What follows belongs to an exercise in optimizing a design on an open flow for small area, a short achievable clock period and few clock cycles per item; a production flow would make more cautious choices. The RTL was checked by simulation tests, not by an equivalence proof against the original design.

==> branch harbor: inputs <==
==> flow/design.v (excerpt) <==
module g96_mixer (
    input  wire         clk,
    input  wire         rst,           
    input  wire         in_valid,
    output wire         in_ready,
    input  wire [63:0]  in_key,
    input  wire [31:0]  in_stream,
    input  wire [7:0]   in_purpose,
    input  wire [63:0]  in_pos,
    input  wire         in_quick,
    output wire         out_valid,
    input  wire         out_ready,
    output wire [127:0] out_block
);
clock: 20.0 ns
lec_check: 0
cap_margin: 20
core_margin: 2
core_utilization: 50
cts_buf_list: sky130_fd_sc_hd__clkbuf_4 sky130_fd_sc_hd__clkbuf_8
slew_margin: 20
standard.sh (not shown) runs the stock make flow with config.mk's settings and CLKGATE_MAP_FILE= SYNTH_SCRIPT=/design/flow/synth_recipe.tcl, a recipe that flattens the netlist after the stock synthesis.
==> flow/flow/run.sh <==
#!/bin/bash
# The standard layout, with the port buffers made of the smallest buffer
# (buf_1) instead of the one buffer_ports picks by default, and timing
# repair asked to leave setup slack to spare at the design's clock.
set -euo pipefail
export BUFFER_PORTS_ARGS="-buffer_cell sky130_fd_sc_hd__buf_1"
export SETUP_SLACK_MARGIN=14
bash standard.sh > standard_make.log 2>&1
==> branch tundra (differences from branch harbor) <==
==> flow/flow/run.sh (replaced) <==
#!/bin/bash
# The standard layout, with three changes:
#  - the port buffers are the smallest buffer (buf_1) instead of the one
#    buffer_ports picks by default;
#  - timing repair is asked to leave setup slack to spare at the design's
#    clock (the clock and constraints are the design's own);
#  - after the standard synthesis, flow/polfix.py re-chooses the polarity of
#    the full adders to drop inverters (same logic, same registers), and the
#    layout is made from that netlist.
set -euo pipefail
export BUFFER_PORTS_ARGS="-buffer_cell sky130_fd_sc_hd__buf_1"
export SETUP_SLACK_MARGIN=12.2
R="$PWD/orfs/results/${FLOW_PLATFORM}/g96_mixer/base"
bash standard.sh "$R/1_2_yosys.v" > synth_make.log 2>&1
cp "$R/1_2_yosys.v" "$R/1_2_yosys.standard.v"
python3 flow/polfix.py "$R/1_2_yosys.standard.v" "$R/1_2_yosys.polfix.v" > polfix.log 2>&1
cp "$R/1_2_yosys.polfix.v" "$R/1_2_yosys.v"
bash standard.sh > standard_make.log 2>&1
==> flow/flow/polfix.py (new file) <==
#!/usr/bin/env python3
"""Re-choose the polarity of full adders in a mapped sky130 netlist.

A full adder is self-dual: FA(~a, ~b, ~c) = (~sum, ~cout). Yosys's adder
extraction leaves many inverters between full adders; this pass flips full
adders (feeding them the complements of their inputs, so their outputs carry
the complements of their old values) where that lets inverters go, and then
rebuilds the inverters the loads need, one per net. The logic function of
every register input and output port is unchanged.

usage: polfix.py IN.v OUT.v
"""
import re, sys
from collections import defaultdict

src = open(sys.argv[1]).read()
OUT = ('X', 'Y', 'SUM', 'COUT', 'Q', 'Q_N')
cell_re = re.compile(r'^(\s*)(sky130_fd_sc_hd__\w+)\s+(\S+)\s*\((.*?)\);\n', re.S | re.M)
pin_re = re.compile(r'\.(\w+)\(\s*([^()]*?)\s*\)')

m = re.search(r'module\s+\w+\s*\(([^)]*)\)', src)
ports = set(p.strip() for p in m.group(1).split(','))
def is_port(n):
    b = n.lstrip('\\').split('[')[0].strip()
    return b in ports

cells = []
for mm in cell_re.finditer(src):
    pins = [(p, n.strip()) for p, n in pin_re.findall(mm.group(4))]
    cells.append({'ty': mm.group(2), 'name': mm.group(3), 'pins': pins,
                  'span': mm.span(), 'ind': mm.group(1)})
short = lambda ty: ty.replace('sky130_fd_sc_hd__', '')
isinv = lambda c: re.match(r'(clk)?inv_\d+$', short(c['ty'])) is not None
isfa = lambda c: short(c['ty']).startswith('fa_')

drv = {}
for i, c in enumerate(cells):
    for p, n in c['pins']:
        if p in OUT:
            drv[n] = i

def base(n):
    par = 0
    while n in drv and isinv(cells[drv[n]]) and not is_port(n):
        n = dict(cells[drv[n]]['pins'])['A']; par ^= 1
    return n, par

# loads: (cell, pin, base, parity); ports driven by inverters are loads too
loads = []
for i, c in enumerate(cells):
    if isinv(c) and not any(is_port(n) for p, n in c['pins'] if p in OUT):
        continue
    for p, n in c['pins']:
        if p in OUT:
            continue
        b, par = base(n)
        loads.append((i, p, b, par))

fa_idx = [i for i, c in enumerate(cells) if isfa(c)
          and not any(is_port(n) for p, n in c['pins'] if p in OUT)]
flip = defaultdict(int)

def req_pol(i, b, par):
    pol = par
    if flip[i]:
        pol ^= 1
    if b in drv and flip[drv[b]]:
        pol ^= 1
    return pol

def cost():
    need = defaultdict(set)
    for i, p, b, par in loads:
        need[b].add(req_pol(i, b, par))
    return sum(1 for s in need.values() if 1 in s)

by_base = defaultdict(list)
for L in loads:
    by_base[L[2]].append(L)
fa_bases = {}
for i in fa_idx:
    c = cells[i]
    bs = set()
    for p, n in c['pins']:
        if p in OUT:
            bs.add(n)
        else:
            bs.add(base(n)[0])
    fa_bases[i] = bs
def local(bs):
    k = 0
    for b in bs:
        s = set(req_pol(i, b, par) for i, p, b2, par in by_base[b])
        k += 1 in s
    return k

before = cost()
for it in range(30):
    changed = False
    for i in fa_idx:
        bs = fa_bases[i]
        c0 = local(bs)
        flip[i] ^= 1
        if local(bs) < c0:
            changed = True
        else:
            flip[i] ^= 1
    if not changed:
        break
after = cost()

# rebuild: one inverter per base net that some load needs inverted
inv_of = {}
new_cells = []
k = 0
def inv_net(b):
    global k
    if b not in inv_of:
        k += 1
        w = f'_pol{k}_'
        inv_of[b] = w
        new_cells.append((w, b))
    return inv_of[b]
conn = {}
for i, p, b, par in loads:
    conn[(i, p)] = inv_net(b) if req_pol(i, b, par) else b

def esc(n):
    return n + ' ' if n.startswith('\\') else n
out = []
pos = 0
for i, c in enumerate(cells):
    s, e = c['span']
    out.append(src[pos:s]); pos = e
    keep_inv = isinv(c) and any(is_port(n) for p, n in c['pins'] if p in OUT)
    if isinv(c) and not keep_inv:
        continue
    pins = []
    for p, n in c['pins']:
        if p not in OUT:
            n = conn[(i, p)]
        pins.append(f"    .{p}({esc(n)})")
    out.append(f"{c['ind']}{c['ty']} {c['name']} (\n" + ",\n".join(pins) + "\n  );\n")
tail = src[pos:]
decl = ''.join(f"  wire {w};\n" for w, b in new_cells)
insts = ''.join(f"  sky130_fd_sc_hd__inv_1 _polinv{j}_ (\n    .A({esc(b)}),\n    .Y({w})\n  );\n"
                for j, (w, b) in enumerate(new_cells))
text = ''.join(out)
# declarations go right after the port/wire declarations, before the first cell
first = text.index('sky130_fd_sc_hd__')
first = text.rindex('\n', 0, first) + 1
text = text[:first] + decl + text[first:] + insts + tail
open(sys.argv[2], 'w').write(text)
ninv = sum(1 for c in cells if isinv(c))
print(f"polfix: {len(fa_idx)} full adders, {sum(flip[i] for i in fa_idx)} flipped; "
      f"inverters {ninv} -> {len(new_cells) + sum(1 for c in cells if isinv(c) and any(is_port(n) for p, n in c['pins'] if p in OUT))}")
- CTS_BUF_LIST: sky130_fd_sc_hd__clkbuf_4 sky130_fd_sc_hd__clkbuf_8 -> sky130_fd_sc_hd__clkbuf_8
- CTS_CLUSTER_DIAMETER: unset -> 50
- CTS_CLUSTER_SIZE: unset -> 16
==> run notes <==
item                                                   branch harbor   branch tundra
Run status                                            finished clean  finished clean
Uppermost routed layer                                          met5            met4
Non-clock buffer share                                        10.52%          5.663%
Starting Density                                              50.67%          50.80%
First-pass GRT wire length                                  128.8 mm        123.5 mm
Number of buffers and inverters on the critical path               3               1
Initial antenna violation count                                    6               0
Crit. Startpoint                                              a2[22]          a0[13]
Met3 routed wirelength                                      6.515 mm        5.289 mm
Tapcell count                                                    615             607
Vias                                                           20560           18850
Post-route minimum period                                   6.991 ns        7.621 ns
Floorplan Core Area                                        47850 µm²       46650 µm²
Placement Cell Area                                        26440 µm²       25490 µm²
Postcts setup bufs                                               133               6
Clock latency on the worst-skew pair                         0.68 ns         0.63 ns
Register-to-register path setup slack                       13.01 ns        12.38 ns
Testbench counts of branch harbor, summed over its fixed seeds: cycles 72,392, items 8,000.
Testbench counts of branch tundra, summed over its fixed seeds: cycles 72,392, items 8,000.

what the ideal ports hide:
The results above use ideal ports. As a check the final layouts listed here were re-extracted and re-timed, cells and wires unchanged.
Step 1 sets driving cells, clkbuf_16 on the clock port and buf_2 on the other inputs (assumed; they add their load-dependent delay and slew).
Step 2 also shifts input and output timing later by t, the mid clock arrival at the registers, as if the neighbouring blocks saw the same clock.
Slacks: ideal ports / drivers / drivers and shift; pairs: ideal ports / drivers.
run	t (ns)	setup slack, ns	worst hold slack (ns)	worst data-port slew with drivers (ns)
branch harbor	0.710	13.009 / 13.009 / 13.009	0.468 / 0.468 / 0.468	0.10
branch tundra	0.657	12.379 / 12.379 / 11.916	0.476 / 0.476 / 0.476	0.05
After both steps every run listed still meets setup and hold. The setup slack of branch tundra, which loses most, moves by 0.000 ns with the drivers and by -0.463 ns with both steps.
